Context: an optimization exercise on an open-source flow, tuned for small area, a short achievable clock period and few clock cycles per item. The choices shown serve that exercise and are no tape-out recipe. Only simulation tests tie the RTL to the original design; equivalence was not proved.

## flow/design.v (module list and top-level ports; edited modules follow where they fit)
// module le_csadd: 14 lines
// module le_div: 100 lines
// module le_div4: 100 lines
// module le_divsqrt: 103 lines
// module le_sqrt: 64 lines
// module le_mul_s31x24: 1306 lines
// module loop_engine: 609 lines
module loop_engine (
    input  wire               clk,
    input  wire               rst,
    input  wire               start,
    input  wire               restart,
    output wire               ready,
    output reg                done,
    input  wire signed [19:0] p_d,          
    input  wire signed [19:0] v_d,          
    input  wire signed [23:0] a_d,          
    input  wire signed [19:0] p_m,          
    input  wire signed [19:0] v_m,          
    input  wire        [1:0]  sigma,        
    input  wire signed [15:0] f_est,        
    input  wire signed [15:0] base,         
    input  wire               homed,
    input  wire        [15:0] force_cap,    
    input  wire               open_dir,
    input  wire        [23:0] scale,        
    input  wire        [23:0] vmax_hard,    
    input  wire signed [19:0] pos_min,      
    input  wire signed [19:0] pos_max,      
    input  wire        [15:0] mass,         
    input  wire        [23:0] kf,           
    input  wire        [15:0] ke_close,     
    input  wire        [15:0] ke_open,      
    input  wire        [23:0] nose_len,     
    input  wire        [19:0] nose_vmax,    
    input  wire        [23:0] nose_decel,   
    input  wire        [15:0] force_close,  
    input  wire        [15:0] force_open,   
    input  wire        [15:0] sel_hyst,     
    input  wire        [7:0]  sel_frames,   
    input  wire        [15:0] track_margin, 
    input  wire        [15:0] i_max,        
    input  wire        [15:0] id_ref,       
    input  wire        [23:0] pos_kp,       
    input  wire        [23:0] vel_kp,
    input  wire        [23:0] vel_ki,
    input  wire        [23:0] acc_ff,
    input  wire        [23:0] force_ki,
    output reg  signed [17:0] iq,           
    output reg         [23:0] v_ke,         
    output reg         [23:0] v_nose,       
    output wire        [2:0]  selected,     
    output wire        [2:0]  reported,     
    output wire               i_limited     
);
  // ...
==> flow/run.sh <==
#!/bin/bash
# synth_recipe.tcl (not shown) runs the flow's synth.tcl, then flattens the netlist and writes it again
# the make line also repeats each setting of config.mk as NAME=value (left out here)
make -C /OpenROAD-flow-scripts/flow DESIGN_CONFIG=/design/flow/config.mk WORK_HOME=/design/flow/orfs CLKGATE_MAP_FILE= SYNTH_SCRIPT=/design/flow/synth_recipe.tcl finish
==> flow/config.mk <==
export PLATFORM = sky130hd
export DESIGN_NAME = loop_engine
export DESIGN_NICKNAME = loop_engine
export VERILOG_FILES = /design/flow/design.v
export SDC_FILE = /design/flow/constraint.sdc
export NUM_CORES = 8
export LEC_CHECK = 0
export CAP_MARGIN = 20
export CORE_MARGIN = 2
export CORE_UTILIZATION = 40
export PLACE_DENSITY = 0.6
export SLEW_MARGIN = 20
==> flow/constraint.sdc <==
create_clock -name core_clock -period 25.0 [get_ports {clk}]
set_input_delay 5.0000 -clock core_clock [delete_from_list [all_inputs] [get_ports {clk}]]
set_output_delay 5.0000 -clock core_clock [all_outputs]
set_load 0.01 [all_outputs]
==> summary.txt, run 1 <==
non-filler instance count after layout = 26900
crit path to = PR[53]$_DFFE_PP_
Hold Crit Depth = 2
die width = 664 µm
status = finished clean
syn_nets = 23200
hold_sp = I3[6]$_SDFFE_PN0P_
hold_ws = 451 ps
CP top delay family = adder cells
max cap viols = 0
FFs & Latches = 1758
r2r setup slk = 15450 ps
Placed Cells incl. Taps = 26300
M3 GR Usage = 0.148
relative slew slack = 0.103
final worst-path cycle share = 0.382
Buffers, non-clock = 1257
Final #Nets = 23300
Initial Util = 0.401
adder-cell share of the synthesized area = 0.163
mux contribution to synthesized area = 0.0283
Initial DRT Pass Iterations = 14
Slowest-stage cell, CP = and2_2
Post-synth EDFFs = 1571
Mapped Area = 174000 µm²
Area-dominant class = multi-input gates
Top FF cell, synth = edfxtp_1
Post-Synth Simple-Gate Area = 0.149
Worst Path Max Fanout = 60
Worst Hold End = I3[6]$_SDFFE_PN0P_
via count = 177000
Testbench counts, summed over its fixed seeds: cycles 64,871, frames 1,920.
==> module le_div, before the edit <==
module le_div #(
    parameter RW   = 24,   
    parameter NW   = 51,   
    parameter K    = 2,
    parameter SK   = 8,
    parameter CW   = 6,
    parameter DREG = 0
,
    parameter SL   = 3,
    parameter EXT  = 0     
) (
    input  wire          clk,
    input  wire          rst,
    input  wire          ld,
    input  wire [RW:0]   ld_r0,
    input  wire [NW-1:0] ld_nq,
    input  wire [RW-1:0] ld_d,
    input  wire [CW-1:0] ld_cnt,
    input  wire          ld_ext,
    output wire          busy,
    output wire          busy_nx,          
    output reg           ovf,
    output wire [NW-1:0] q
);
    reg  [RW-1:0] r;
    reg  [RW-1:0] d_r;
    reg           busy_r, ext_p;
    assign busy = busy_r || (ovf && ext_p);
    reg  [NW-1:0] nq;
    reg  [CW-1:0] cnt;
    wire [RW-1:0] d = DREG ? d_r : ld_d;
    assign q = nq;
    reg [RW-1:0] rr [0:K];
    reg [NW-1:0] qq [0:K];
    reg [RW:0]   t;
    integer i;
    always @* begin
        rr[0] = r;
        qq[0] = nq;
        for (i = 0; i < K; i = i + 1) begin
            t = {rr[i], qq[i][NW-1]} - {1'b0, d};
            if (!t[RW]) rr[i+1] = t[RW-1:0];
            else        rr[i+1] = {rr[i][RW-2:0], qq[i][NW-1]};
            qq[i+1] = {qq[i][NW-2:0], !t[RW]};
        end
    end
    localparam S1 = 2 * SK, S2 = SK, S3 = SK / 2;
    wire [RW+S1-1:0] rs1 = {r, nq[NW-1 -: S1]};
    wire [RW+S2-1:0] rs2 = {r, nq[NW-1 -: S2]};
    wire [RW+S3-1:0] rs3 = {r, nq[NW-1 -: S3]};
    wire sk1 = (SL == 2 || SL == 3) && (cnt >= S1) && (rs1 < {{S1{1'b0}}, d});
    wire sk2 = (cnt >= S2) && (rs2 < {{S2{1'b0}}, d});
    wire sk3 = (SL >= 3) && (S3 % K == 0) && (S3 > K) && (cnt >= S3) && (rs3 < {{S3{1'b0}}, d});
    wire fin = (sk1 && cnt == S1) || (!sk1 && sk2 && cnt == S2) || (!sk1 && !sk2 && sk3 && cnt == S3) ||
               (!sk1 && !sk2 && !sk3 && cnt == K);
    assign busy_nx = (ovf && ext_p) ? ((r >> EXT) < d) : (busy_r && !fin);
    always @(posedge clk) begin
        if (rst) begin
            busy_r <= 1'b0;
            ext_p  <= 1'b0;
        end else if (ld) begin
            ovf    <= (ld_r0 >= {1'b0, ld_d});
            busy_r <= (ld_r0 < {1'b0, ld_d}) && (ld_cnt != 0);
            ext_p  <= ld_ext;
            r      <= ld_r0[RW-1:0];
            nq     <= ld_nq;
            d_r    <= ld_d;
            cnt    <= ld_cnt;
        end else if (ovf && ext_p) begin
            ext_p  <= 1'b0;
            r      <= r >> EXT;
            nq     <= {r[EXT-1:0], nq[NW-1:EXT]};
            cnt    <= cnt + EXT;
            ovf    <= ((r >> EXT) >= d);
            busy_r <= ((r >> EXT) < d);
        end else if (busy_r) begin
            if (sk1) begin
                r   <= rs1[RW-1:0];
                nq  <= {nq[NW-S1-1:0], {S1{1'b0}}};
                cnt <= cnt - S1;
                if (cnt == S1) busy_r <= 1'b0;
            end else if (sk2) begin
                r   <= rs2[RW-1:0];
                nq  <= {nq[NW-S2-1:0], {S2{1'b0}}};
                cnt <= cnt - S2;
                if (cnt == S2) busy_r <= 1'b0;
            end else if (sk3) begin
                r   <= rs3[RW-1:0];
                nq  <= {nq[NW-S3-1:0], {S3{1'b0}}};
                cnt <= cnt - S3;
                if (cnt == S3) busy_r <= 1'b0;
            end else begin
                r   <= rr[K];
                nq  <= qq[K];
                cnt <= cnt - K;
                if (cnt == K) busy_r <= 1'b0;
            end
        end
    end
endmodule
==> module le_div4, before the edit <==
module le_div4 #(
    parameter RW = 48,
    parameter NW = 56,
    parameter SK = 8,
    parameter CW = 6
,
    parameter SL   = 3,
    parameter EXT  = 0
) (
    input  wire          clk,
    input  wire          rst,
    input  wire          ld,
    input  wire [RW:0]   ld_r0,
    input  wire [NW-1:0] ld_nq,
    input  wire [RW-1:0] ld_d,
    input  wire [CW-1:0] ld_cnt,
    input  wire          ld_ext,
    output wire          busy,
    output wire          busy_nx,
    output reg           ovf,
    output wire [NW-1:0] q
);
    reg  [RW-1:0] r;
    reg  [RW-1:0] d;
    reg           busy_r, ext_p;
    assign busy = busy_r || (ovf && ext_p);
    reg  [NW-1:0] nq;
    reg  [CW-1:0] cnt;
    assign q = nq;
    wire [RW+1:0] r4 = {r, nq[NW-1:NW-2]};
    wire [RW+2:0] t1 = {1'b0, r4} - {3'b000, d};
    wire [RW+2:0] t2 = {1'b0, r4} - {2'b00, d, 1'b0};
    wire [RW+2:0] c3a = {1'b0, r4};
    wire [RW+2:0] c3b = ~{3'b000, d};
    wire [RW+2:0] c3c = ~{2'b00, d, 1'b0};
    wire [RW+2:0] c3s = c3a ^ c3b ^ c3c;
    wire [RW+2:0] c3k = {(c3a[RW+1:0] & c3b[RW+1:0]) | (c3a[RW+1:0] & c3c[RW+1:0]) | (c3b[RW+1:0] & c3c[RW+1:0]), 1'b1};
    wire [RW+2:0] t3 = c3s + c3k + {{(RW+2){1'b0}}, 1'b1};
    reg  [RW-1:0] rn;
    reg  [1:0]    qd;
    always @* begin
        if (!t3[RW+2])      begin rn = t3[RW-1:0]; qd = 2'd3; end
        else if (!t2[RW+2]) begin rn = t2[RW-1:0]; qd = 2'd2; end
        else if (!t1[RW+2]) begin rn = t1[RW-1:0]; qd = 2'd1; end
        else                begin rn = r4[RW-1:0]; qd = 2'd0; end
    end
    localparam S1 = 2 * SK, S2 = SK, S3 = SK / 2;
    wire [RW+S1-1:0] rs1 = {r, nq[NW-1 -: S1]};
    wire [RW+S2-1:0] rs2 = {r, nq[NW-1 -: S2]};
    wire [RW+S3-1:0] rs3 = {r, nq[NW-1 -: S3]};
    wire sk1 = (SL == 2 || SL == 3) && (cnt >= S1) && (rs1 < {{S1{1'b0}}, d});
    wire sk2 = (cnt >= S2) && (rs2 < {{S2{1'b0}}, d});
    wire sk3 = (SL >= 3) && (cnt >= S3) && (rs3 < {{S3{1'b0}}, d});
    wire fin = (sk1 && cnt == S1) || (!sk1 && sk2 && cnt == S2) || (!sk1 && !sk2 && sk3 && cnt == S3) ||
               (!sk1 && !sk2 && !sk3 && cnt == 2);
    assign busy_nx = (ovf && ext_p) ? ((r >> EXT) < d) : (busy_r && !fin);
    always @(posedge clk) begin
        if (rst) begin
            busy_r <= 1'b0;
            ext_p  <= 1'b0;
        end else if (ld) begin
            ovf    <= (ld_r0 >= {1'b0, ld_d});
            busy_r <= (ld_r0 < {1'b0, ld_d}) && (ld_cnt != 0);
            ext_p  <= ld_ext;
            r      <= ld_r0[RW-1:0];
            nq     <= ld_nq;
            d      <= ld_d;
            cnt    <= ld_cnt;
        end else if (ovf && ext_p) begin
            ext_p  <= 1'b0;
            r      <= r >> EXT;
            nq     <= {r[EXT-1:0], nq[NW-1:EXT]};
            cnt    <= cnt + EXT;
            ovf    <= ((r >> EXT) >= d);
            busy_r <= ((r >> EXT) < d);
        end else if (busy_r) begin
            if (sk1) begin
                r   <= rs1[RW-1:0];
                nq  <= {nq[NW-S1-1:0], {S1{1'b0}}};
                cnt <= cnt - S1;
                if (cnt == S1) busy_r <= 1'b0;
            end else if (sk2) begin
                r   <= rs2[RW-1:0];
                nq  <= {nq[NW-S2-1:0], {S2{1'b0}}};
                cnt <= cnt - S2;
                if (cnt == S2) busy_r <= 1'b0;
            end else if (sk3) begin
                r   <= rs3[RW-1:0];
                nq  <= {nq[NW-S3-1:0], {S3{1'b0}}};
                cnt <= cnt - S3;
                if (cnt == S3) busy_r <= 1'b0;
            end else begin
                r   <= rn;
                nq  <= {nq[NW-3:0], qd};
                cnt <= cnt - 2'd2;
                if (cnt == 2) busy_r <= 1'b0;
            end
        end
    end
endmodule
==> module loop_engine, before the edit <==
module loop_engine (
    input  wire               clk,
    input  wire               rst,
    input  wire               start,
    input  wire               restart,
    output wire               ready,
    output reg                done,
    input  wire signed [19:0] p_d,          
    input  wire signed [19:0] v_d,          
    input  wire signed [23:0] a_d,          
    input  wire signed [19:0] p_m,          
    input  wire signed [19:0] v_m,          
    input  wire        [1:0]  sigma,        
    input  wire signed [15:0] f_est,        
    input  wire signed [15:0] base,         
    input  wire               homed,
    input  wire        [15:0] force_cap,    
    input  wire               open_dir,
    input  wire        [23:0] scale,        
    input  wire        [23:0] vmax_hard,    
    input  wire signed [19:0] pos_min,      
    input  wire signed [19:0] pos_max,      
    input  wire        [15:0] mass,         
    input  wire        [23:0] kf,           
    input  wire        [15:0] ke_close,     
    input  wire        [15:0] ke_open,      
    input  wire        [23:0] nose_len,     
    input  wire        [19:0] nose_vmax,    
    input  wire        [23:0] nose_decel,   
    input  wire        [15:0] force_close,  
    input  wire        [15:0] force_open,   
    input  wire        [15:0] sel_hyst,     
    input  wire        [7:0]  sel_frames,   
    input  wire        [15:0] track_margin, 
    input  wire        [15:0] i_max,        
    input  wire        [15:0] id_ref,       
    input  wire        [23:0] pos_kp,       
    input  wire        [23:0] vel_kp,
    input  wire        [23:0] vel_ki,
    input  wire        [23:0] acc_ff,
    input  wire        [23:0] force_ki,
    output reg  signed [17:0] iq,           
    output reg         [23:0] v_ke,         
    output reg         [23:0] v_nose,       
    output wire        [2:0]  selected,     
    output wire        [2:0]  reported,     
    output wire               i_limited     
);
    localparam [5:0]
        S_IDLE = 6'd0,
        S_COL  = 6'd28,                      
        S_CL   = 6'd29,                      
        S_A0   = 6'd40,                      
        S_A6   = 6'd47,
        S_A8   = 6'd49;
    localparam SLW = 1, SLD = 3, SLE = 4;      
    reg  [5:0] st;
    reg        stall;                        
    reg        busy_f;                       
    assign ready = !busy_f;
    reg        sdn;                          
    reg        closing_r, act2_r, act3_r, act4_r, nose_on, sFF;
    reg signed [20:0] ra;                    
    reg signed [20:0] rnvm;                  
    reg        [15:0] rhy;                   
    reg signed [17:0] rfb;                   
    reg        [15:0] rfcap;                 
    reg signed [18:0] rfc;                   
    reg        [20:0] rd;                    
    wire sd_neg  = (sigma == 2'b11);
    wire sig_nz  = (sigma != 2'b00);
    wire closing = sig_nz && (sd_neg == !open_dir);
    wire opening = sig_nz && !closing;
    wire [15:0] fcap0 = (force_cap != 16'd0) ? force_cap : (closing ? force_close : force_open);
    wire signed [20:0] d_op  = pos_max - p_m;
    wire signed [20:0] d_cl  = p_m - pos_min;
    wire signed [20:0] d_raw = open_dir ? d_op : d_cl;
    reg  [59:0] MA;
    reg  [23:0] MB;
    reg         msig;                        
    reg  [55:0] PR;
    wire        [30:0] ma_s = {msig & MA[29], MA[29:0]};
    wire        [54:0] prod55;
    wire        [55:0] prod = {prod55[54], prod55};
    le_mul_s31x24 u_mul (.a(ma_s), .b(MB), .p(prod55));
    reg  [54:0] WH;
    reg  [29:0] WL;
    wire [84:0] W2 = {WH, WL};
    wire [54:0] wh_sum = PR[54:0] + ((st == 6'd12) ? WH : {30'd0, WH[54:30]});
    reg  [58:0] T;                           
    reg         sX1;                         
    reg         se;                          
    reg         sw2, sw3;                    
    reg  signed [59:0] AR;                   
    reg  signed [35:0] us1, us2, us3, us4;   
    reg  signed [57:0] m;                    
    reg  [2:0]         sm;                   
    reg                mv;                   
    reg  signed [33:0] I1, I2, I3, I4;       
    reg  [2:0]  ps, pr;                      
    reg  [7:0]  run;
    reg         lim_r;
    reg  signed [33:0] out_r;
    reg  signed [34:0] top_r;
    reg  [15:0] ilim;                        
    assign selected  = ps;
    assign reported  = pr;
    assign i_limited = lim_r;
    reg         ew_ld, ds_ld, ds_sq, en2_ld, es1_ld, esi_ld;
    reg  [24:0] en2_r0; reg [51:0] en2_nq; reg [5:0] en2_cnt; reg en2_ext;
    reg  [48:0] ew_r0;  reg [55:0] ew_nq;
    reg  [19:0] ds_r0;  reg [50:0] ds_nq;  reg [18:0] ds_d;  reg [5:0] ds_cnt;
    wire        ew_busy, ds_busy, en2_busy, es1_busy, esi_busy;
    wire        ew_bnx, en2_bnx;
    wire        ew_ovf, ds_ovf, en2_ovf;
    wire [55:0] ew_q;   wire [50:0] ds_q;  wire [51:0] en2_q;
    wire [23:0] ds_y, es1_y;
    wire [15:0] esi_y;
    le_div4 #(.RW(48), .NW(56), .SK(8), .CW(6), .SL(SLW), .EXT(24)) u_ew (
        .clk(clk), .rst(rst), .ld(ew_ld), .ld_r0(ew_r0), .ld_nq(ew_nq), .ld_d(PR[47:0]),
        .ld_cnt(6'd32), .ld_ext(1'b1), .busy(ew_busy), .busy_nx(ew_bnx), .ovf(ew_ovf), .q(ew_q));
    le_divsqrt #(.RW(19), .NW(51), .SK(8), .CW(6), .SL(SLD)) u_ds (
        .clk(clk), .rst(rst), .ld(ds_ld), .ld_sq(ds_sq), .ld_r0(ds_r0), .ld_nq(ds_nq),
        .ld_d(ds_d), .ld_cnt(ds_cnt), .busy(ds_busy), .ovf(ds_ovf), .q(ds_q), .y(ds_y));
    le_div #(.RW(24), .NW(52), .K(2), .SK(8), .CW(6), .DREG(1), .SL(SLE), .EXT(20)) u_en2 (
        .clk(clk), .rst(rst), .ld(en2_ld), .ld_r0(en2_r0), .ld_nq(en2_nq), .ld_d(kf),
        .ld_cnt(en2_cnt), .ld_ext(en2_ext), .busy(en2_busy), .busy_nx(en2_bnx), .ovf(en2_ovf), .q(en2_q));
    le_sqrt #(.K(2), .YW(24), .RW(26), .SKP(6), .CW(5)) u_es1 (
        .clk(clk), .rst(rst), .ld(es1_ld), .ld_x({2'b00, WH[45:0]}), .ld_cnt(5'd24),
        .busy(es1_busy), .y(es1_y));
    le_sqrt #(.K(2), .YW(16), .RW(18), .SKP(6), .CW(5)) u_esi (
        .clk(clk), .rst(rst), .ld(esi_ld), .ld_x(PR[31:0]), .ld_cnt(5'd16),
        .busy(esi_busy), .y(esi_y));
    wire        [23:0] ad_abs = a_d[23] ? (24'd0 - a_d) : a_d;
    wire signed [20:0] b_d    = p_d - p_m;
    wire        [17:0] fb_abs = rfb[17] ? (18'd0 - rfb) : rfb;
    wire signed [18:0] fc     = rfc;
    wire        [17:0] fc_abs = fc[18] ? (19'd0 - fc) : fc;
    wire        [16:0] im_p   = {1'b0, i_max} + {1'b0, id_ref};
    wire        [16:0] im_t   = {1'b0, i_max} - {1'b0, id_ref};
    wire        [15:0] im_m   = im_t[16] ? 16'd0 : im_t[15:0];
    wire        [24:0] dln    = {4'd0, rd} - {1'b0, nose_len};
    wire        w_ke   = (st == S_A0) ? (ps == 3'd2) : c_p2;
    wire [23:0] w_v    = w_ke ? v_ke : v_nose;
    wire [25:0] w      = {2'b00, w_v} + {{5{rnvm[20]}}, rnvm};
    wire        [15:0] ke_sel0 = closing ? ke_close : ke_open;
    wire [59:0] ff_y = ew_ovf ? (60'd1 << 55) : {5'd0, ew_q[55:1]};
    wire        ff_c = ew_ovf ? 1'b0 : ew_q[0];
    reg  [59:0] al_x, al_y;
    reg         al_sub, al_ci;
    wire [59:0] al_yy  = al_sub ? ~al_y : al_y;
    wire [59:0] al_res;
    le_csadd #(.W(60)) u_aladd (.a(al_x), .b(al_yy), .ci(al_ci), .s(al_res));
    wire signed [59:0] al_s = al_res;
    wire               al_ovf = (al_res[59:35] != {25{al_res[59]}});
    wire signed [35:0] al_sat = al_ovf ? {al_res[59], {35{~al_res[59]}}} : al_res[35:0];
    reg  vnd, vkd, ild, p2i, p3i, u1d, u2d, u3d, u4d;
    reg  [1:0] a2p, a3p;                     
    reg  [2:0] al_k;                         
    reg        al_act;
    reg        c_vn, c_vk, c_il, c_p2, c_p3, c_a1, c_a4, col_on;
    reg        a1l, a4l;                     
    reg  s14, s15, s21, sa2, col_r, c24_r, c26_r;
    reg  op1, op2, op3, op4;                 
    always @* begin
        al_x = 60'd0; al_y = 60'd0; al_sub = 1'b0; al_ci = 1'b0; al_k = 3'd0;
        c_vn = 1'b0; c_vk = 1'b0; c_il = 1'b0; c_p2 = 1'b0; c_p3 = 1'b0; c_a1 = 1'b0; c_a4 = 1'b0; col_on = 1'b0;
        if (s14) begin al_x = {{23{ra[20]}}, ra, 16'd0}; al_y = {{4{PR[55]}}, PR}; end
        if (s15) begin al_x = 60'd0; al_y = AR; al_sub = AR[59]; al_ci = AR[59]; end
        if (sa2) begin al_x = 60'd0; al_y = {{4{PR[55]}}, PR}; al_sub = PR[55]; al_ci = PR[55]; end
        if (s21) begin al_x = {{26{I1[33]}}, I1}; al_y = {7'd0, W2[68:16]};
                       al_sub = sX1; al_ci = sX1 ^ W2[15]; end
        if (col_r) begin
                col_on = 1'b1;
                c_il = !ild && !esi_busy;
                c_vn = !vnd && (!nose_on || !es1_busy);
                c_vk = !vkd && !ds_busy;
                c_a1 = !a1l && (vkd || c_vk) && c26_r;
                c_p2 = vkd && !p2i && c24_r;
                c_p3 = vnd && !p3i && !c_p2 && c24_r;
                if (op3) begin
                    al_x = {{26{I3[33]}}, I3}; al_y = {{4{PR[55]}}, PR}; al_k = 3'd3;
                end
                if (op2) begin
                    al_x = {{26{I2[33]}}, I2}; al_y = {{4{PR[55]}}, PR}; al_k = 3'd2;
                end
                if (op4) begin
                    al_x = {{26{I4[33]}}, I4}; al_y = {9'd0, en2_q[51:1]};
                    al_sub = rfb[17]; al_ci = rfb[17] ^ en2_q[0]; al_k = 3'd4;
                    c_a4 = 1'b1;
                end
                if (op1) begin
                    al_x = AR; al_y = ff_y; al_sub = sFF; al_ci = sFF ^ ff_c; al_k = 3'd1;
                end
        end
        case (al_k)
            3'd1:    al_act = 1'b1;
            3'd2:    al_act = act2_r;
            3'd3:    al_act = act3_r;
            3'd4:    al_act = act4_r;
            default: al_act = 1'b0;
        endcase
    end
    wire [59:0] m_ext = {{2{m[57]}}, m};
    wire [59:0] cs_a  = al_x;
    wire [59:0] cs_b  = al_sub ? ~al_y : al_y;
    wire [59:0] cs_c  = ~m_ext;
    wire [59:0] cs_s  = cs_a ^ cs_b ^ cs_c;
    wire [59:0] cs_k  = {(cs_a[58:0] & cs_b[58:0]) | (cs_a[58:0] & cs_c[58:0]) | (cs_b[58:0] & cs_c[58:0]), al_ci};
    wire [59:0] dm;                                       
    le_csadd #(.W(60)) u_dmadd (.a(cs_s), .b(cs_k), .ci(1'b1), .s(dm));
    wire al_lt = dm[59];
    wire [59:0] eq_e  = al_x ^ al_yy ^ m_ext;
    wire [59:0] eq_g  = (al_x & al_yy) | ((al_x ^ al_yy) & ~m_ext);
    wire al_eq = (eq_e == {eq_g[58:0], al_ci});
    wire take  = al_act && (!mv || al_lt || (al_eq && al_k > sm));
    wire col_end = (u1d || al_k == 3'd1) && (u2d || al_k == 3'd2) && (u3d || al_k == 3'd3) &&
                   (u4d || al_k == 3'd4) && (ild || c_il);
    wire signed [35:0] us_s   = usel(sm, us1, us2, us3, us4);
    wire signed [35:0] ilim_q = {4'd0, ilim, 16'd0};
    wire [20:0] cl_d2   = {us_s[35], us_s[35:16]} + {5'd0, ilim};
    wire [20:0] cl_d1x  = {us_s[35], us_s[35:16]} - {5'd0, ilim};
    wire        lim_hi  = !cl_d1x[20] && ((cl_d1x != 21'd0) || (us_s[15:0] != 16'd0));
    wire        lim_lo  = cl_d2[20];
    wire signed [33:0] out_new = lim_hi ? ilim_q[33:0] : (lim_lo ? -ilim_q[33:0] : us_s[33:0]);
    wire        lim_new = lim_hi || lim_lo;
    wire [7:0]  run_new = (sm == ps) ? ((run == 8'hFF) ? 8'hFF : run + 8'd1) : 8'd1;
    reg  [2:0]  r0;
    reg  [3:0]  r0h;                         
    reg         r0_ok;                       
    wire signed [35:0] u_r0 = ({36{r0h[0]}} & us1) | ({36{r0h[1]}} & us2) |
                              ({36{r0h[2]}} & us3) | ({36{r0h[3]}} & us4);
    wire [37:0] hy_a = {{2{u_r0[35]}}, u_r0};
    wire [37:0] hy_b = ~{{2{us_s[35]}}, us_s};
    wire [37:0] hy_c = ~{6'd0, rhy, 16'd0};
    wire [37:0] hy_s = hy_a ^ hy_b ^ hy_c;
    wire [37:0] hy_k = {(hy_a[36:0] & hy_b[36:0]) | (hy_a[36:0] & hy_c[36:0]) | (hy_b[36:0] & hy_c[36:0]), 1'b1};
    wire [37:0] hy_t = hy_s + hy_k;
    wire        hyst_gt = !hy_t[37];
    wire [2:0]  r_new = lim_new ? 3'd5 :
                        (!r0_ok || hyst_gt || (run_new >= sel_frames)) ? sm : r0;
    reg  [5:1]  th;                          
    reg         t_s4;                        
    reg  [4:1]  t_lose, t_act;               
    reg  [2:0]  t_s;                         
    reg         t_lim, t_a2, t_a3, t_a4, t_sadv, t_adv, t_a23, a23l;
    reg  [15:0] t_im;                        
    reg  [15:0] t_mq;                        
    reg         tgo;                         
    reg         ia_v, ia_mode, ia_min, ia_out;
    reg  [2:0]  ia_k;
    reg         ib_v;
    reg  [2:0]  ib_k;
    reg  signed [35:0] ib_d;
    function signed [35:0] usel;
        input [2:0] k;
        input signed [35:0] a1, a2, a3, a4;
        case (k)
            3'd1:    usel = a1;
            3'd2:    usel = a2;
            3'd3:    usel = a3;
            default: usel = a4;
        endcase
    endfunction
    function signed [33:0] isel;
        input [2:0] k;
        input signed [33:0] a1, a2, a3, a4;
        case (k)
            3'd1:    isel = a1;
            3'd2:    isel = a2;
            3'd3:    isel = a3;
            default: isel = a4;
        endcase
    endfunction
    function signed [35:0] sat36;
        input [37:0] x;
        sat36 = (x[37:35] != {3{x[37]}}) ? {x[37], {35{~x[37]}}} : x[35:0];
    endfunction
    wire [35:0] adv_q   = t_s4 ? en2_q[35:0] : ds_q[35:0];
    wire        adv_ovf = t_s4 ? en2_ovf : ds_ovf;
    wire        adv_rdy = t_s4 ? !en2_busy : (!ds_busy && (!t_a23 || a23l));
    wire        adv_s   = t_sadv;
    wire [37:0] xo     = {{4{out_r[33]}}, out_r};
    wire [37:0] xt     = {{3{top_r[34]}}, top_r};
    wire signed [35:0] ia_u = ({36{th[1]}} & us1) | ({36{th[2]}} & us2) |
                              ({36{th[3]}} & us3) | ({36{th[4]}} & us4);
    wire [37:0] ia_x   = ia_mode ? 38'd0 : (ia_out ? xo : xt);
    wire [37:0] ia_y   = ia_mode ? (adv_ovf ? (38'd1 << 35) : {3'd0, adv_q[35:1]}) : {{2{ia_u[35]}}, ia_u};
    wire        ia_sub = ia_mode ? adv_s : 1'b1;
    wire        ia_ci  = ia_mode ? (adv_ovf ? adv_s : (adv_s ^ adv_q[0])) : 1'b1;
    wire [37:0] ia_sum = ia_x + (ia_sub ? ~ia_y : ia_y) + {37'd0, ia_ci};
    wire signed [35:0] ia_sat = sat36(ia_sum);
    wire signed [35:0] ia_d   = (ia_min && ia_sat > 36'sd0) ? 36'sd0 : ia_sat;
    wire signed [36:0] imax_q = {5'd0, t_im, 16'd0};
    wire signed [33:0] ib_i   = isel(ib_k, I1, I2, I3, I4);
    wire signed [36:0] ib_sum = ib_i + ib_d;
    reg                ic_v;
    reg  [2:0]         ic_k;
    reg  signed [36:0] ic_sum;
    wire [21:0] ic_d1  = {ic_sum[36], ic_sum[36:16]} - {6'd0, t_im};
    wire [21:0] ic_d2  = {ic_sum[36], ic_sum[36:16]} + {6'd0, t_im};
    wire        ic_hi  = !ic_d1[21] && ((ic_d1 != 22'd0) || (ic_sum[15:0] != 16'd0));
    wire        ic_lo  = ic_d2[21];
    wire signed [33:0] ic_new = ic_hi ? imax_q[33:0] : (ic_lo ? -imax_q[33:0] : ic_sum[33:0]);
    function act_of;
        input [2:0] k;
        input a2, a3, a4;
        case (k)
            3'd1:    act_of = 1'b1;
            3'd2:    act_of = a2;
            3'd3:    act_of = a3;
            default: act_of = a4;
        endcase
    endfunction
    wire [4:1] th_l = th[4:1];
    always @* begin
        ia_k    = th[1] ? 3'd1 : th[2] ? 3'd2 : th[3] ? 3'd3 : th[4] ? 3'd4 : t_s;
        ia_v    = (|(th_l & (t_lose | {4{t_lim}}))) || (th[5] && adv_rdy);
        ia_min  = |(th_l & t_lose & t_act);
        ia_out  = |(th_l & ~t_lose);
        ia_mode = th[5];
    end
    wire tail_adv_pend = ((|th) || tgo) && t_adv;
    wire restart_now   = (st == S_IDLE) && start && restart;
    always @(posedge clk) begin
        if (rst) begin
            th   <= 5'd0;
            tgo  <= 1'b0;
            ib_v <= 1'b0;
            ic_v <= 1'b0;
            I1 <= 34'sd0; I2 <= 34'sd0; I3 <= 34'sd0; I4 <= 34'sd0;
        end else if (restart_now) begin
            th   <= 5'd0;
            tgo  <= 1'b0;
            ib_v <= 1'b0;
            ic_v <= 1'b0;
            I1 <= 34'sd0; I2 <= 34'sd0; I3 <= 34'sd0; I4 <= 34'sd0;
        end else begin
            ib_v <= ia_v; ib_k <= ia_k; ib_d <= ia_d;
            ic_v <= ib_v; ic_k <= ib_k; ic_sum <= ib_sum;
            if (ic_v) begin
                case (ic_k)
                    3'd1:    I1 <= ic_new;
                    3'd2:    I2 <= ic_new;
                    3'd3:    I3 <= ic_new;
                    default: I4 <= ic_new;
                endcase
            end
            th <= {th[5] && !adv_rdy || th[4] && t_adv, th[3:1], tgo};
            tgo <= (st == S_CL);
            if (tgo) top_r <= {out_r[33], out_r} + $signed({3'd0, t_mq, 16'd0});
        end
    end
    always @* begin
        ew_ld = 1'b0; ds_ld = 1'b0; ds_sq = 1'b0; en2_ld = 1'b0;
        es1_ld = 1'b0; esi_ld = 1'b0;
        ew_r0 = {3'd0, W2[76:31]};
        ew_nq = {W2[30:0], 1'b0, 24'd0};
        ds_r0 = {4'd0, W2[63:48]};
        ds_nq = {W2[47:0], 3'd0};
        ds_d  = T[18:0];                                     
        ds_cnt = 6'd48;
        en2_r0 = {6'd0, PR[33:15]};
        en2_nq = {PR[14:0], 17'd0, 20'd0};
        en2_cnt = 6'd32;
        en2_ext = 1'b1;
        stall = 1'b0;
        if (c_a1) begin                                      
            ds_ld  = 1'b1;
            ds_r0  = (|WH[54:31]) ? 20'hFFFFF : {1'b0, WH[30:12]};      
            ds_nq  = {WH[11:0], WL[29:6], 15'd0};                       
            ds_d   = 19'd625;
            ds_cnt = 6'd36;
        end
        if (c_a4) begin                                      
            en2_ld  = 1'b1;
            en2_r0  = {1'b0, T[58:35]};
            en2_nq  = {T[34:0], 1'b0, 16'd0};
            en2_cnt = 6'd36;
            en2_ext = 1'b0;
        end
        case (st)
            6'd6:  begin                                     
                stall = tail_adv_pend && (t_s != 3'd4);      
                ds_ld = !stall; ds_sq = 1'b1;
            end
            6'd7:  begin
                stall = tail_adv_pend && (t_s == 3'd4);      
                en2_ld = !stall;
            end
            6'd10: ew_ld = 1'b1;
            6'd13: es1_ld = nose_on;
            6'd16: esi_ld = 1'b1;
            S_A6: begin
                ds_ld  = 1'b1;
                ds_r0  = (|W2[84:75]) ? 20'hFFFFF : {1'b0, W2[74:56]};      
                ds_nq  = {W2[55:20], 15'd0};
                ds_d   = 19'd625;
                ds_cnt = 6'd36;
            end
            S_A8: stall = (|th) || tgo || ib_v || ic_v;       
            default: ;
        endcase
    end
    wire [34:0] iq_c   = ((us_s != 36'sd0) && (us_s[35] ^ sdn)) ? 35'd32767 : 35'd32768;
    wire [34:0] iq_sum = iq_c + (sdn ? ~us_s[34:0] : us_s[34:0]) + {34'd0, sdn};
    wire [17:0] iq_lp  = {2'b00, ilim};
    wire [17:0] iq_ln  = 18'd0 - {2'b00, ilim};
    wire [17:0] iq_new = (lim_hi ^ sdn && (lim_hi || lim_lo)) ? iq_lp :
                         (lim_hi || lim_lo) ? iq_ln : iq_sum[33:16];
    wire col_nx = (st == 6'd21) || (col_r && !(col_end && (st == 6'd26 || st == S_COL)));
    wire u4_nx  = !(u4d || op4) && !en2_bnx;      
    wire u1_nx  = !(u1d || op1) && !ew_bnx;
    always @(posedge clk) begin
        if (rst) begin
            s14 <= 1'b0; s15 <= 1'b0; s21 <= 1'b0; sa2 <= 1'b0;
            col_r <= 1'b0; c24_r <= 1'b0; c26_r <= 1'b0;
            op1 <= 1'b0; op2 <= 1'b0; op3 <= 1'b0; op4 <= 1'b0;
        end else begin
            s14 <= (st == 6'd13);
            s15 <= (st == 6'd14);
            s21 <= (st == 6'd20);
            sa2 <= (st == S_A0 + 6'd1);
            col_r <= col_nx;
            op3 <= col_nx && a3p[0];
            op2 <= col_nx && !a3p[0] && a2p[0];
            op4 <= col_nx && !a3p[0] && !a2p[0] && u4_nx;
            op1 <= col_nx && !a3p[0] && !a2p[0] && !u4_nx && u1_nx;
            c24_r <= (st == 6'd23) || (c24_r && col_r && !(col_end && (st == 6'd26 || st == S_COL)));
            c26_r <= (st == 6'd25) || (c26_r && col_r && !(col_end && (st == 6'd26 || st == S_COL)));
        end
    end
    always @(posedge clk) begin
        done <= 1'b0;
        if (rst) begin
            st     <= S_IDLE;
            busy_f <= 1'b0;
            ps <= 3'd0; pr <= 3'd0; run <= 8'd0;
            a2p <= 2'b00; a3p <= 2'b00;
        end else if (!stall) begin
            PR <= prod;
            MA <= {30'd0, MA[59:30]};
            msig <= 1'b0;
            if (st != S_IDLE && st != S_COL) st <= st + 6'd1;
            if (col_on) begin
                if (c_il) begin ild <= 1'b1; ilim <= esi_y; end
                if (c_vn) begin
                    vnd <= 1'b1;
                    if (nose_on) v_nose <= (es1_y > vmax_hard) ? vmax_hard : es1_y;
                    else         v_nose <= {4'd0, nose_vmax};
                end
                if (c_vk) begin
                    vkd  <= 1'b1;
                    v_ke <= ds_ovf ? vmax_hard : ((ds_y > vmax_hard) ? vmax_hard : ds_y);
                end
                a2p <= {a2p[0], c_p2};
                a3p <= {a3p[0], c_p3};
                if (c_p2) begin p2i <= 1'b1; MA <= {{34{w[25]}}, w}; msig <= 1'b1; MB <= vel_kp; sw2 <= w[25]; end
                if (c_p3) begin p3i <= 1'b1; MA <= {{34{w[25]}}, w}; msig <= 1'b1; MB <= vel_kp; sw3 <= w[25]; end
                case (al_k)
                    3'd1: begin u1d <= 1'b1; us1 <= al_sat; end
                    3'd2: begin u2d <= 1'b1; us2 <= al_sat; end
                    3'd3: begin u3d <= 1'b1; us3 <= al_sat; end
                    3'd4: begin u4d <= 1'b1; us4 <= al_sat; end
                    default: ;
                endcase
                if (c_a1) a1l <= 1'b1;
                if (take) begin mv <= 1'b1; m <= al_s[57:0]; sm <= al_k; end
            end
            case (st)
            S_IDLE: begin
                if (start) begin
                    busy_f <= 1'b1;
                    st     <= 6'd1;
                    if (restart) begin
                        ps <= 3'd0; pr <= 3'd0; run <= 8'd0;
                    end
                    sdn       <= sd_neg;
                    closing_r <= closing;
                    act2_r    <= closing || (opening && ke_open != 16'd0);
                    act3_r    <= closing;
                    act4_r    <= closing || (opening && force_open != 16'd0);
                    sFF       <= sd_neg ^ a_d[23];
                    ra        <= v_d - v_m;
                    rnvm      <= sd_neg ? {v_m[19], v_m} : -{v_m[19], v_m};
                    rhy       <= sel_hyst;
                    rfcap     <= fcap0;
                    rd        <= d_raw[20] ? 21'd0 : d_raw;
                    MA <= {44'd0, ke_sel0}; MB <= scale;                
                end
            end
            6'd1: begin
                nose_on <= homed && !dln[24] && (dln != 25'd0);
                rd      <= dln[20:0];                                
                rfb     <= $signed({2'b00, rfcap}) + base;
                MA <= {44'd0, mass}; MB <= 24'd10000;                
            end
            6'd2: begin
                r0  <= (pr == 3'd5) ? ps : pr;
                r0h <= {((pr == 3'd5) ? ps : pr) == 3'd4, ((pr == 3'd5) ? ps : pr) == 3'd3,
                        ((pr == 3'd5) ? ps : pr) == 3'd2, ((pr == 3'd5) ? ps : pr) == 3'd1};
                r0_ok <= act_of((pr == 3'd5) ? ps : pr, act2_r, act3_r, act4_r) && (((pr == 3'd5) ? ps : pr) != 3'd0);
                MA <= {20'd0, PR[39:0]}; MB <= scale;                
                rfc <= {rfb[17], rfb} + (sdn ? {{3{f_est[15]}}, f_est} : ~{{3{f_est[15]}}, f_est}) + {18'd0, !sdn};
            end
            6'd3: begin T <= {29'd0, PR[29:0]}; end                   
            6'd4: begin
                AR <= {36'd0, ad_abs};                               
                WH <= PR[54:0];
                MA <= {30'd0, T[29:0]}; MB <= acc_ff;                
            end
            6'd5: begin
                WH <= wh_sum; WL <= WH[29:0];   
                MA <= {42'd0, fb_abs}; MB <= 24'd100000;             
                T  <= {35'd0, {6'd0, mass, 2'b00} + {8'd0, mass}};   
            end
            6'd6: begin MA <= {6'd0, PR[53:0]}; MB <= AR[23:0]; end    
            6'd7: begin T <= {43'd0, im_m}; end
            6'd8: begin
                WH <= PR[54:0];
                MA <= {36'd0, scale}; MB <= kf;                      
            end
            6'd9: begin
                WH <= wh_sum; WL <= WH[29:0];   
                MA <= {40'd0, nose_vmax}; MB <= {4'd0, nose_vmax};   
            end
            6'd10: begin MA <= {38'd0, rd[20:0], 1'b0}; MB <= nose_decel; end     
            6'd11: begin WH <= PR[54:0]; AR <= {{39{b_d[20]}}, b_d}; end
            6'd12: begin
                WH <= wh_sum;                                        
                MA <= {{39{AR[20]}}, AR[20:0]}; msig <= 1'b1; MB <= pos_kp;   
            end
            6'd13: begin
                MA <= {42'd0, fc_abs}; MB <= force_ki;               
            end
            6'd14: begin
                AR <= al_res;                                        
                MA <= {43'd0, im_p}; MB <= {8'd0, T[15:0]};          
            end
            6'd15: begin
                AR <= al_res;                                        
                se <= AR[59];
                MA <= {18'd0, PR[41:0]}; MB <= 24'd100000;           
            end
            6'd16: begin sX1 <= sdn ^ se; end
            6'd17: begin
                WH <= PR[54:0];
                MA <= AR[59:0]; MB <= vel_kp;                        
            end
            6'd18: begin WH <= wh_sum; WL <= WH[29:0]; end
            6'd19: begin
                T <= W2[58:0];                                       
                WH <= PR[54:0];
            end
            6'd20: begin WH <= wh_sum; WL <= WH[29:0]; end    
            6'd21: begin
                vnd <= 1'b0; vkd <= 1'b0; ild <= 1'b0; p2i <= 1'b0; p3i <= 1'b0;
                u1d <= 1'b0; u2d <= 1'b0; u3d <= 1'b0; u4d <= 1'b0; mv <= 1'b0;
                a2p <= 2'b00; a3p <= 2'b00; a1l <= 1'b0;
                AR <= al_res;                                        
                MA <= W2[59:0]; MB <= vel_ki;                        
            end
            6'd23: begin WH <= PR[54:0]; MA <= {51'd0, W2[68:60]}; end
            6'd24: begin WH <= wh_sum; WL <= WH[29:0]; end
            6'd25: begin WH <= wh_sum; WL <= WH[29:0]; end
            6'd26: begin
                if (col_end) st <= S_CL; else st <= S_COL;
            end
            S_COL: begin
                if (col_end) st <= S_CL;
            end
            S_CL: begin
                out_r <= out_new;
                lim_r <= lim_new;
                iq    <= iq_new;
                ps    <= sm;
                pr    <= r_new;
                run   <= run_new;
                done  <= !(!lim_new && (sm == 3'd2 || sm == 3'd3));    
                t_s    <= sm;
                t_s4   <= (sm == 3'd4);
                t_lose <= {sm != 3'd4, sm != 3'd3, sm != 3'd2, sm != 3'd1};
                t_act  <= {act4_r, act3_r, act2_r, 1'b1};
                t_lim  <= lim_new;
                t_a2   <= act2_r; t_a3 <= act3_r; t_a4 <= act4_r;
                t_im   <= i_max;
                t_mq   <= track_margin;
                t_sadv <= (sm == 3'd4) ? fc[18] : (sm == 3'd1) ? sX1 : (sm == 3'd2) ? sw2 : sw3;
                t_adv  <= !lim_new;
                t_a23  <= !lim_new && (sm == 3'd2 || sm == 3'd3);
                a23l   <= 1'b0;
                if (!lim_new && (sm == 3'd2 || sm == 3'd3)) st <= S_A0;
                else begin
                    busy_f <= 1'b0;
                    st     <= S_IDLE;
                end
            end
            S_A0: begin MA <= {{34{w[25]}}, w}; msig <= 1'b1; MB <= vel_kp; end    
            S_A0 + 6'd2: begin AR <= al_res; end                             
            S_A0 + 6'd3: begin MA <= AR[59:0]; MB <= vel_ki; end                
            S_A0 + 6'd5: begin WH <= PR[54:0]; end
            S_A0 + 6'd6: begin WH <= wh_sum; WL <= WH[29:0]; end
            S_A6: a23l <= 1'b1;
            S_A8: begin done <= 1'b1; busy_f <= 1'b0; st <= S_IDLE; end
            default: ;
            endcase
        end
    end
endmodule
==> run 2, diff against run 1 <==
--- a/flow/design.v
+++ b/flow/design.v
@@ -35,16 +35,17 @@
     output wire          busy_nx,          
     output reg           ovf,
     output wire [NW-1:0] q
 );
     reg  [RW-1:0] r;
     reg  [RW-1:0] d_r;
     reg           busy_r, ext_p;
     assign busy = busy_r || (ovf && ext_p);
+    wire [RW+NW-1:0] rnq_x = {r, nq} >> EXT;       
     reg  [NW-1:0] nq;
     reg  [CW-1:0] cnt;
     wire [RW-1:0] d = DREG ? d_r : ld_d;
     assign q = nq;
     reg [RW-1:0] rr [0:K];
     reg [NW-1:0] qq [0:K];
     reg [RW:0]   t;
     integer i;
@@ -78,17 +79,17 @@
             ext_p  <= ld_ext;
             r      <= ld_r0[RW-1:0];
             nq     <= ld_nq;
             d_r    <= ld_d;
             cnt    <= ld_cnt;
         end else if (ovf && ext_p) begin
             ext_p  <= 1'b0;
             r      <= r >> EXT;
-            nq     <= {r[EXT-1:0], nq[NW-1:EXT]};
+            nq     <= rnq_x[NW-1:0];
             cnt    <= cnt + EXT;
             ovf    <= ((r >> EXT) >= d);
             busy_r <= ((r >> EXT) < d);
         end else if (busy_r) begin
             if (sk1) begin
                 r   <= rs1[RW-1:0];
                 nq  <= {nq[NW-S1-1:0], {S1{1'b0}}};
                 cnt <= cnt - S1;
@@ -133,16 +134,17 @@
     output wire          busy_nx,
     output reg           ovf,
     output wire [NW-1:0] q
 );
     reg  [RW-1:0] r;
     reg  [RW-1:0] d;
     reg           busy_r, ext_p;
     assign busy = busy_r || (ovf && ext_p);
+    wire [RW+NW-1:0] rnq_x = {r, nq} >> EXT;       
     reg  [NW-1:0] nq;
     reg  [CW-1:0] cnt;
     assign q = nq;
     wire [RW+1:0] r4 = {r, nq[NW-1:NW-2]};
     wire [RW+2:0] t1 = {1'b0, r4} - {3'b000, d};
     wire [RW+2:0] t2 = {1'b0, r4} - {2'b00, d, 1'b0};
     wire [RW+2:0] c3a = {1'b0, r4};
     wire [RW+2:0] c3b = ~{3'b000, d};
@@ -178,17 +180,17 @@
             ext_p  <= ld_ext;
             r      <= ld_r0[RW-1:0];
             nq     <= ld_nq;
             d      <= ld_d;
             cnt    <= ld_cnt;
         end else if (ovf && ext_p) begin
             ext_p  <= 1'b0;
             r      <= r >> EXT;
-            nq     <= {r[EXT-1:0], nq[NW-1:EXT]};
+            nq     <= rnq_x[NW-1:0];
             cnt    <= cnt + EXT;
             ovf    <= ((r >> EXT) >= d);
             busy_r <= ((r >> EXT) < d);
         end else if (busy_r) begin
             if (sk1) begin
                 r   <= rs1[RW-1:0];
                 nq  <= {nq[NW-S1-1:0], {S1{1'b0}}};
                 cnt <= cnt - S1;
@@ -1678,17 +1680,20 @@
     assign t739 = 1'b1 ^ t636 ^ t637;
     assign t740 = (1'b1 & t636) | (1'b1 & t637) | (t636 & t637);
     assign t741 = sn11 ^ pp12[29] ^ t638;
     assign t742 = (sn11 & pp12[29]) | (sn11 & t638) | (pp12[29] & t638);
     assign t743 = pp12[30] ^ 1'b1;
     assign t744 = pp12[30] & 1'b1;
     wire [54:0] ra = {t742, t740, t738, t736, t734, t732, t730, t728, t726, t724, t722, t720, t718, t716, t714, t712, t710, t708, t706, t704, t702, t700, t698, t696, t694, t692, t690, t688, t686, t684, t682, t680, t678, t676, t674, t672, t670, t668, t666, t664, t662, t660, t658, t656, t654, t652, t650, t648, t646, t644, t642, t640, neg1, pp0[1], pp0[0]};
     wire [54:0] rb = {t743, t741, t739, t737, t735, t733, t731, t729, t727, t725, t723, t721, t719, t717, t715, t713, t711, t709, t707, t705, t703, t701, t699, t697, t695, t693, t691, t689, t687, t685, t683, t681, t679, t677, t675, t673, t671, t669, t667, t665, t663, t661, t659, t657, t655, t653, t651, t649, t647, t645, t643, t641, t639, 1'b0, neg0};
-    assign p = ra + rb;
+    wire [27:0] plo = {1'b0, ra[26:0]} + {1'b0, rb[26:0]};
+    wire [27:0] phi0 = ra[54:27] + rb[54:27];
+    wire [27:0] phi1 = ra[54:27] + rb[54:27] + 1'b1;
+    assign p = {plo[27] ? phi1 : phi0, plo[26:0]};
 endmodule
 module loop_engine (
     input  wire               clk,
     input  wire               rst,
     input  wire               start,
     input  wire               restart,
     output wire               ready,
     output reg                done,
@@ -1741,19 +1746,20 @@
         S_A6   = 6'd47,
         S_A8   = 6'd49;
     localparam SLW = 1, SLD = 3, SLE = 4;      
     reg  [5:0] st;
     reg        stall;                        
     reg        busy_f;                       
     assign ready = !busy_f;
     reg        sdn;                          
-    reg        closing_r, act2_r, act3_r, act4_r, nose_on, sFF;
+    reg        closing_r, act2_r, act3_r, act4_r, nose_on, sFF, rdn;
     reg signed [20:0] ra;                    
     reg signed [20:0] rnvm;                  
+    reg signed [20:0] rb;                    
     reg        [15:0] rhy;                   
     reg signed [17:0] rfb;                   
     reg        [15:0] rfcap;                 
     reg signed [18:0] rfc;                   
     reg        [20:0] rd;                    
     wire sd_neg  = (sigma == 2'b11);
     wire sig_nz  = (sigma != 2'b00);
     wire closing = sig_nz && (sd_neg == !open_dir);
@@ -1804,17 +1810,17 @@
     wire [23:0] ds_y, es1_y;
     wire [15:0] esi_y;
     le_div4 #(.RW(48), .NW(56), .SK(8), .CW(6), .SL(SLW), .EXT(24)) u_ew (
         .clk(clk), .rst(rst), .ld(ew_ld), .ld_r0(ew_r0), .ld_nq(ew_nq), .ld_d(PR[47:0]),
         .ld_cnt(6'd32), .ld_ext(1'b1), .busy(ew_busy), .busy_nx(ew_bnx), .ovf(ew_ovf), .q(ew_q));
     le_divsqrt #(.RW(19), .NW(51), .SK(8), .CW(6), .SL(SLD)) u_ds (
         .clk(clk), .rst(rst), .ld(ds_ld), .ld_sq(ds_sq), .ld_r0(ds_r0), .ld_nq(ds_nq),
         .ld_d(ds_d), .ld_cnt(ds_cnt), .busy(ds_busy), .ovf(ds_ovf), .q(ds_q), .y(ds_y));
-    le_div #(.RW(24), .NW(52), .K(2), .SK(8), .CW(6), .DREG(1), .SL(SLE), .EXT(20)) u_en2 (
+    le_div4 #(.RW(24), .NW(52), .SK(8), .CW(6), .SL(SLE), .EXT(20)) u_en2 (
         .clk(clk), .rst(rst), .ld(en2_ld), .ld_r0(en2_r0), .ld_nq(en2_nq), .ld_d(kf),
         .ld_cnt(en2_cnt), .ld_ext(en2_ext), .busy(en2_busy), .busy_nx(en2_bnx), .ovf(en2_ovf), .q(en2_q));
     le_sqrt #(.K(2), .YW(24), .RW(26), .SKP(6), .CW(5)) u_es1 (
         .clk(clk), .rst(rst), .ld(es1_ld), .ld_x({2'b00, WH[45:0]}), .ld_cnt(5'd24),
         .busy(es1_busy), .y(es1_y));
     le_sqrt #(.K(2), .YW(16), .RW(18), .SKP(6), .CW(5)) u_esi (
         .clk(clk), .rst(rst), .ld(esi_ld), .ld_x(PR[31:0]), .ld_cnt(5'd16),
         .busy(esi_busy), .y(esi_y));
@@ -1845,45 +1851,41 @@
     reg  [1:0] a2p, a3p;                     
     reg  [2:0] al_k;                         
     reg        al_act;
     reg        c_vn, c_vk, c_il, c_p2, c_p3, c_a1, c_a4, col_on;
     reg        a1l, a4l;                     
     reg  s14, s15, s21, sa2, col_r, c24_r, c26_r;
     reg  op1, op2, op3, op4;                 
     always @* begin
-        al_x = 60'd0; al_y = 60'd0; al_sub = 1'b0; al_ci = 1'b0; al_k = 3'd0;
-        c_vn = 1'b0; c_vk = 1'b0; c_il = 1'b0; c_p2 = 1'b0; c_p3 = 1'b0; c_a1 = 1'b0; c_a4 = 1'b0; col_on = 1'b0;
-        if (s14) begin al_x = {{23{ra[20]}}, ra, 16'd0}; al_y = {{4{PR[55]}}, PR}; end
-        if (s15) begin al_x = 60'd0; al_y = AR; al_sub = AR[59]; al_ci = AR[59]; end
-        if (sa2) begin al_x = 60'd0; al_y = {{4{PR[55]}}, PR}; al_sub = PR[55]; al_ci = PR[55]; end
-        if (s21) begin al_x = {{26{I1[33]}}, I1}; al_y = {7'd0, W2[68:16]};
-                       al_sub = sX1; al_ci = sX1 ^ W2[15]; end
+        al_x = ({60{s14}} & {{23{ra[20]}}, ra, 16'd0}) |
+               ({60{s21}} & {{26{I1[33]}}, I1}) |
+               ({60{op3}} & {{26{I3[33]}}, I3}) |
+               ({60{op2}} & {{26{I2[33]}}, I2}) |
+               ({60{op4}} & {{26{I4[33]}}, I4}) |
+               ({60{op1}} & AR);
+        al_y = ({60{s14 | sa2 | op3 | op2}} & {{4{PR[55]}}, PR}) |
+               ({60{s15}} & AR) |
+               ({60{s21}} & {7'd0, W2[68:16]}) |
+               ({60{op4}} & {9'd0, en2_q[51:1]}) |
+               ({60{op1}} & ff_y);
+        al_sub = (s15 & AR[59]) | (sa2 & PR[55]) | (s21 & sX1) | (op4 & rfb[17]) | (op1 & sFF);
+        al_ci  = (s15 & AR[59]) | (sa2 & PR[55]) | (s21 & (sX1 ^ W2[15])) |
+                 (op4 & (rfb[17] ^ en2_q[0])) | (op1 & (sFF ^ ff_c));
+        al_k   = op1 ? 3'd1 : op2 ? 3'd2 : op3 ? 3'd3 : op4 ? 3'd4 : 3'd0;
+        c_a4   = op4;
+        c_vn = 1'b0; c_vk = 1'b0; c_il = 1'b0; c_p2 = 1'b0; c_p3 = 1'b0; c_a1 = 1'b0; col_on = 1'b0;
         if (col_r) begin
                 col_on = 1'b1;
                 c_il = !ild && !esi_busy;
                 c_vn = !vnd && (!nose_on || !es1_busy);
                 c_vk = !vkd && !ds_busy;
                 c_a1 = !a1l && (vkd || c_vk) && c26_r;
                 c_p2 = vkd && !p2i && c24_r;
                 c_p3 = vnd && !p3i && !c_p2 && c24_r;
-                if (op3) begin
-                    al_x = {{26{I3[33]}}, I3}; al_y = {{4{PR[55]}}, PR}; al_k = 3'd3;
-                end
-                if (op2) begin
-                    al_x = {{26{I2[33]}}, I2}; al_y = {{4{PR[55]}}, PR}; al_k = 3'd2;
-                end
-                if (op4) begin
-                    al_x = {{26{I4[33]}}, I4}; al_y = {9'd0, en2_q[51:1]};
-                    al_sub = rfb[17]; al_ci = rfb[17] ^ en2_q[0]; al_k = 3'd4;
-                    c_a4 = 1'b1;
-                end
-                if (op1) begin
-                    al_x = AR; al_y = ff_y; al_sub = sFF; al_ci = sFF ^ ff_c; al_k = 3'd1;
-                end
         end
         case (al_k)
             3'd1:    al_act = 1'b1;
             3'd2:    al_act = act2_r;
             3'd3:    al_act = act3_r;
             3'd4:    al_act = act4_r;
             default: al_act = 1'b0;
         endcase
@@ -1896,16 +1898,18 @@
     wire [59:0] cs_k  = {(cs_a[58:0] & cs_b[58:0]) | (cs_a[58:0] & cs_c[58:0]) | (cs_b[58:0] & cs_c[58:0]), al_ci};
     wire [59:0] dm;                                       
     le_csadd #(.W(60)) u_dmadd (.a(cs_s), .b(cs_k), .ci(1'b1), .s(dm));
     wire al_lt = dm[59];
     wire [59:0] eq_e  = al_x ^ al_yy ^ m_ext;
     wire [59:0] eq_g  = (al_x & al_yy) | ((al_x ^ al_yy) & ~m_ext);
     wire al_eq = (eq_e == {eq_g[58:0], al_ci});
     wire take  = al_act && (!mv || al_lt || (al_eq && al_k > sm));
+    wire cl_fast = (st == 6'd26 || st == S_COL) && col_end && !take && (al_k != r0) && !c_il;
+    wire do_cl   = (st == S_CL) || cl_fast;
     wire col_end = (u1d || al_k == 3'd1) && (u2d || al_k == 3'd2) && (u3d || al_k == 3'd3) &&
                    (u4d || al_k == 3'd4) && (ild || c_il);
     wire signed [35:0] us_s   = usel(sm, us1, us2, us3, us4);
     wire signed [35:0] ilim_q = {4'd0, ilim, 16'd0};
     wire [20:0] cl_d2   = {us_s[35], us_s[35:16]} + {5'd0, ilim};
     wire [20:0] cl_d1x  = {us_s[35], us_s[35:16]} - {5'd0, ilim};
     wire        lim_hi  = !cl_d1x[20] && ((cl_d1x != 21'd0) || (us_s[15:0] != 16'd0));
     wire        lim_lo  = cl_d2[20];
@@ -2029,17 +2033,17 @@
                 case (ic_k)
                     3'd1:    I1 <= ic_new;
                     3'd2:    I2 <= ic_new;
                     3'd3:    I3 <= ic_new;
                     default: I4 <= ic_new;
                 endcase
             end
             th <= {th[5] && !adv_rdy || th[4] && t_adv, th[3:1], tgo};
-            tgo <= (st == S_CL);
+            tgo <= do_cl && !stall;
             if (tgo) top_r <= {out_r[33], out_r} + $signed({3'd0, t_mq, 16'd0});
         end
     end
     always @* begin
         ew_ld = 1'b0; ds_ld = 1'b0; ds_sq = 1'b0; en2_ld = 1'b0;
         es1_ld = 1'b0; esi_ld = 1'b0;
         ew_r0 = {3'd0, W2[76:31]};
         ew_nq = {W2[30:0], 1'b0, 24'd0};
@@ -2165,29 +2169,31 @@
                     sdn       <= sd_neg;
                     closing_r <= closing;
                     act2_r    <= closing || (opening && ke_open != 16'd0);
                     act3_r    <= closing;
                     act4_r    <= closing || (opening && force_open != 16'd0);
                     sFF       <= sd_neg ^ a_d[23];
                     ra        <= v_d - v_m;
                     rnvm      <= sd_neg ? {v_m[19], v_m} : -{v_m[19], v_m};
+                    rb        <= p_d - p_m;
                     rhy       <= sel_hyst;
                     rfcap     <= fcap0;
                     rd        <= d_raw[20] ? 21'd0 : d_raw;
                     MA <= {44'd0, ke_sel0}; MB <= scale;                
                 end
             end
             6'd1: begin
-                nose_on <= homed && !dln[24] && (dln != 25'd0);
+                rdn     <= dln[24] || !homed;                        
                 rd      <= dln[20:0];                                
                 rfb     <= $signed({2'b00, rfcap}) + base;
                 MA <= {44'd0, mass}; MB <= 24'd10000;                
             end
             6'd2: begin
+                nose_on <= !rdn && (rd != 21'd0);
                 r0  <= (pr == 3'd5) ? ps : pr;
                 r0h <= {((pr == 3'd5) ? ps : pr) == 3'd4, ((pr == 3'd5) ? ps : pr) == 3'd3,
                         ((pr == 3'd5) ? ps : pr) == 3'd2, ((pr == 3'd5) ? ps : pr) == 3'd1};
                 r0_ok <= act_of((pr == 3'd5) ? ps : pr, act2_r, act3_r, act4_r) && (((pr == 3'd5) ? ps : pr) != 3'd0);
                 MA <= {20'd0, PR[39:0]}; MB <= scale;                
                 rfc <= {rfb[17], rfb} + (sdn ? {{3{f_est[15]}}, f_est} : ~{{3{f_est[15]}}, f_est}) + {18'd0, !sdn};
             end
             6'd3: begin T <= {29'd0, PR[29:0]}; end                   
@@ -2197,37 +2203,37 @@
                 MA <= {30'd0, T[29:0]}; MB <= acc_ff;                
             end
             6'd5: begin
                 WH <= wh_sum; WL <= WH[29:0];   
                 MA <= {42'd0, fb_abs}; MB <= 24'd100000;             
                 T  <= {35'd0, {6'd0, mass, 2'b00} + {8'd0, mass}};   
             end
             6'd6: begin MA <= {6'd0, PR[53:0]}; MB <= AR[23:0]; end    
-            6'd7: begin T <= {43'd0, im_m}; end
+            6'd7: begin T <= {42'd0, im_t}; end                         
             6'd8: begin
                 WH <= PR[54:0];
                 MA <= {36'd0, scale}; MB <= kf;                      
             end
             6'd9: begin
                 WH <= wh_sum; WL <= WH[29:0];   
                 MA <= {40'd0, nose_vmax}; MB <= {4'd0, nose_vmax};   
             end
             6'd10: begin MA <= {38'd0, rd[20:0], 1'b0}; MB <= nose_decel; end     
-            6'd11: begin WH <= PR[54:0]; AR <= {{39{b_d[20]}}, b_d}; end
+            6'd11: begin WH <= PR[54:0]; AR <= {{39{rb[20]}}, rb}; end
             6'd12: begin
                 WH <= wh_sum;                                        
                 MA <= {{39{AR[20]}}, AR[20:0]}; msig <= 1'b1; MB <= pos_kp;   
             end
             6'd13: begin
                 MA <= {42'd0, fc_abs}; MB <= force_ki;               
             end
             6'd14: begin
                 AR <= al_res;                                        
-                MA <= {43'd0, im_p}; MB <= {8'd0, T[15:0]};          
+                MA <= {43'd0, im_p}; MB <= T[16] ? 24'd0 : {8'd0, T[15:0]};    
             end
             6'd15: begin
                 AR <= al_res;                                        
                 se <= AR[59];
                 MA <= {18'd0, PR[41:0]}; MB <= 24'd100000;           
             end
             6'd16: begin sX1 <= sdn ^ se; end
             6'd17: begin
@@ -2251,17 +2257,19 @@
             6'd24: begin WH <= wh_sum; WL <= WH[29:0]; end
             6'd25: begin WH <= wh_sum; WL <= WH[29:0]; end
             6'd26: begin
                 if (col_end) st <= S_CL; else st <= S_COL;
             end
             S_COL: begin
                 if (col_end) st <= S_CL;
             end
-            S_CL: begin
+            default: ;
+            endcase
+            if (do_cl) begin
                 out_r <= out_new;
                 lim_r <= lim_new;
                 iq    <= iq_new;
                 ps    <= sm;
                 pr    <= r_new;
                 run   <= run_new;
                 done  <= !(!lim_new && (sm == 3'd2 || sm == 3'd3));    
                 t_s    <= sm;
@@ -2277,16 +2285,17 @@
                 t_a23  <= !lim_new && (sm == 3'd2 || sm == 3'd3);
                 a23l   <= 1'b0;
                 if (!lim_new && (sm == 3'd2 || sm == 3'd3)) st <= S_A0;
                 else begin
                     busy_f <= 1'b0;
                     st     <= S_IDLE;
                 end
             end
+            case (st)
             S_A0: begin MA <= {{34{w[25]}}, w}; msig <= 1'b1; MB <= vel_kp; end    
             S_A0 + 6'd2: begin AR <= al_res; end                             
             S_A0 + 6'd3: begin MA <= AR[59:0]; MB <= vel_ki; end                
             S_A0 + 6'd5: begin WH <= PR[54:0]; end
             S_A0 + 6'd6: begin WH <= wh_sum; WL <= WH[29:0]; end
             S_A6: a23l <= 1'b1;
             S_A8: begin done <= 1'b1; busy_f <= 1'b0; st <= S_IDLE; end
             default: ;
==> summary.txt, run 2 <==
M3 GR Usage = 0.127 (-0.0206)
post-DP HPWL = 749 mm
placeable core area = 441000 µm²
CTS Hold Buffers Added = 0
met1 global-route usage = 0.513
worst path required time = 25600 ps
Placed Cells incl. Taps = 26600 (+1.2%)
largest net degree at the start of global routing = 184
Mapped Area = 177000 µm² (+1.4%)
data arrival time of the worst path = 10040 ps
Post-DRT Antenna Nets = 0
Num Clock Sinks = 1780
via count = 178000 (+0.64%)
Area contributors post-synth = edfxtp_1 (27%), ha_1 (10%), fa_1 (6.2%), a21oi_1 (5.0%), nand2_1 (4.6%)
drt wl/cell = 35.5 µm
Synth cell types = 115
Max Root-Sink Buffers = 4
clock transition at the registers of the reported paths = 60 ps
Worst Skew = 125 ps
ys async rst share = 0
Final #Nets = 23500 (+0.84%)
Worst-Margin Slew = 1370 ps
final worst-path cycle share = 0.378 (-0.00458)
Routability Congestion = 1.11
Yosys reg bits = 1780
vias in the first global route = 161000
Top FF cell, synth = edfxtp_1
total grt overflow = 0
RSZ-0062 raised after global routing = false
H-tree depth = 4
post-synth top area share = 0.271
sequential fraction of the synthesis area = 0.292
relative slew slack = 0.0843 (-0.0189)
worst min-delay path class = reg -> reg
max cap viols = 0 (unchanged)
total wire length = 964 mm
GRT met2 Usage = 0.594
Synth area leader = edfxtp_1
CTS Buf Count = 226
Die Area = 447000 µm²
most common cell after layout, fill and taps aside = nand2_1
Final TNS setup = 0 ps
Largest regs = AR: 60 flops, MA: 60 flops, T: 59 flops
Clock Tree Root = clkbuf_16
Final Critical Period = 9440 ps
initial antenna violation count = 167
Post-CTS Setup Inserts = 0
non-filler instance count after layout = 27200 (+1.3%)
Ports = 687
syn_nets = 23400 (+0.88%)
first-pass GRT wire length = 1300 mm
kind of critical path = reg -> reg
IO Port Bufs = 686
Row Count = 244
overall routing resource usage = 0.414
final core utilization = 0.452
crit path capture type = register
die width = 669 µm (+0.69%)
top-count cell post-synth = nand2_1
status = finished clean
Initial Util = 0.401 (-0.000547)
ratio of cells with drive above 1 in the final layout = 0.0650
Post-synth top cells = nand2_1 (2175), a21oi_1 (1761), edfxtp_1 (1593), inv_1 (1567), ha_1 (1437)
Fin. Hold Viols = 0
r2r setup slk = 15560 ps (+110 ps)
commonest cells after routing, fill and taps aside = nand2_1 (2167), a21oi_1 (1753), edfxtp_1 (1593)
CP startpoint kind = register
Synth Area per Inst = 8.50 µm²
Post-synth EDFFs = 1593 (+1.4%)
number of gates resized after cts = 0
Worst Path Max Fanout = 53 (-12%)
die span in y = 669 µm
Yosys warning count = 14
Via density = 6.54
CTS tree = yes
final setup violation count = 0
worst skew pair latency = 1030 ps
DR DRC count = 0
1st-iter DRT viols = 26500
fin. max-slew vios = 0
Mapped Cells = 20800
Placement Setup Slack = 15070 ps
maximum clock rate = 106 MHz
Initial DRT Pass Iterations = 14 (unchanged)
Most Crowded Layer GR = met2
Setup WS post-layout = 15560 ps
P&R area growth vs syn = 12.8%
-- run 2: metrics by stage --
step	hold WS [ps]	instance area, µm²
finish	455	199000
global route	462	199000
CTS	452	199000
detailed placement	438	191000
global placement	434	191000
floorplan	424	177000
-- run 2: path summary, 6_finish.rpt --
kind / start / endpoint / depth (start not counted)
setup / recovery: op2$_SDFF_PP0_ / t_im[5]$_DFFE_PP_ / 27
hold / removal: out_r[13]$_SDFFCE_PN0P_ / top_r[13]$_DFFE_PP_ / 0
setup reg to reg: op2$_SDFF_PP0_ / t_im[5]$_DFFE_PP_ / 27
hold reg to reg: out_r[13]$_SDFFCE_PN0P_ / top_r[13]$_DFFE_PP_ / 0
-- run 2: layout make-up --
type / instances / area, µm²
antenna: 171 / 428
clock buffer: 272 / 6100
clock inverter: 149 / 1660
fill: 43700 / 242000
inverter: 1579 / 5940
multi-input combinational: 16100 / 115000
sequential: 1780 / 51600
tap: 5904 / 7390
timing repair buffer: 1268 / 11300
-- run 2: cells by family after synthesis --
kind of cell,synth area share
xor+xnor,0.0532
fa+ha+maj,0.171
buf+inv,0.0627
mux,0.0258
flops,0.292
compound gates,0.245
simple gates,0.150
-- run 2: layer usage --
layer  vias up  part of all wire
li1      76600                 -
met4        62             0.095
met3      2768              0.12
met1     86700              0.38
met2     11700              0.41
met5         -           0.00064
-- run 2: worst max-delay path: stages (launching register included) --
cell and delay [ps]:
dfxtp_2 310, buf_4 280, or4_2 1080, buf_4 410, nand2_1 120, nand3_1 520
xor2_1 560, inv_1 110, fa_1 450, inv_1 80, ha_1 180, fa_1 220
a21oi_1 90, o21ai_0 160, a21oi_1 110, o211ai_1 310, a41oi_1 290, o21ai_0 310
a211oi_1 120, a211oi_1 450, mux2i_1 290, a31oi_1 120, o31ai_1 280, buf_4 230
o2bb2ai_4 170, nor2b_4 210, buf_4 590, buf_4 800
Testbench counts of run 2, summed over its fixed seeds: cycles 64,183, frames 1,920.

## separate check: timing with driven ports
In the flow no input, the clock included, has a driving cell. The finished layouts below were timed again as built, in two steps.
Step 1: set_driving_cell puts a clkbuf_16 on clk and a buf_2 on each other input, an assumption about the parent block.
Step 2, shift: input delay + t, output delay - t, t = (earliest + latest rising clock arrival at the registers) / 2. This alone moves slack from input paths to output paths.
Three values: no drivers, after step 1, after step 2; two values: the first two.
| run | t (ns) | setup WS [ns] | cell pins on the clock port's net |
|---|---|---|---|
| run 1 | 1.118 | 15.447 / 15.447 / 15.060 | 1 |
| run 2 | 1.106 | 15.561 / 15.561 / 14.985 | 1 |
After both steps every run listed still meets setup and hold. For run 2, which loses most, drivers alone change the setup slack by 0.000 ns; drivers and shift together by -0.576 ns.
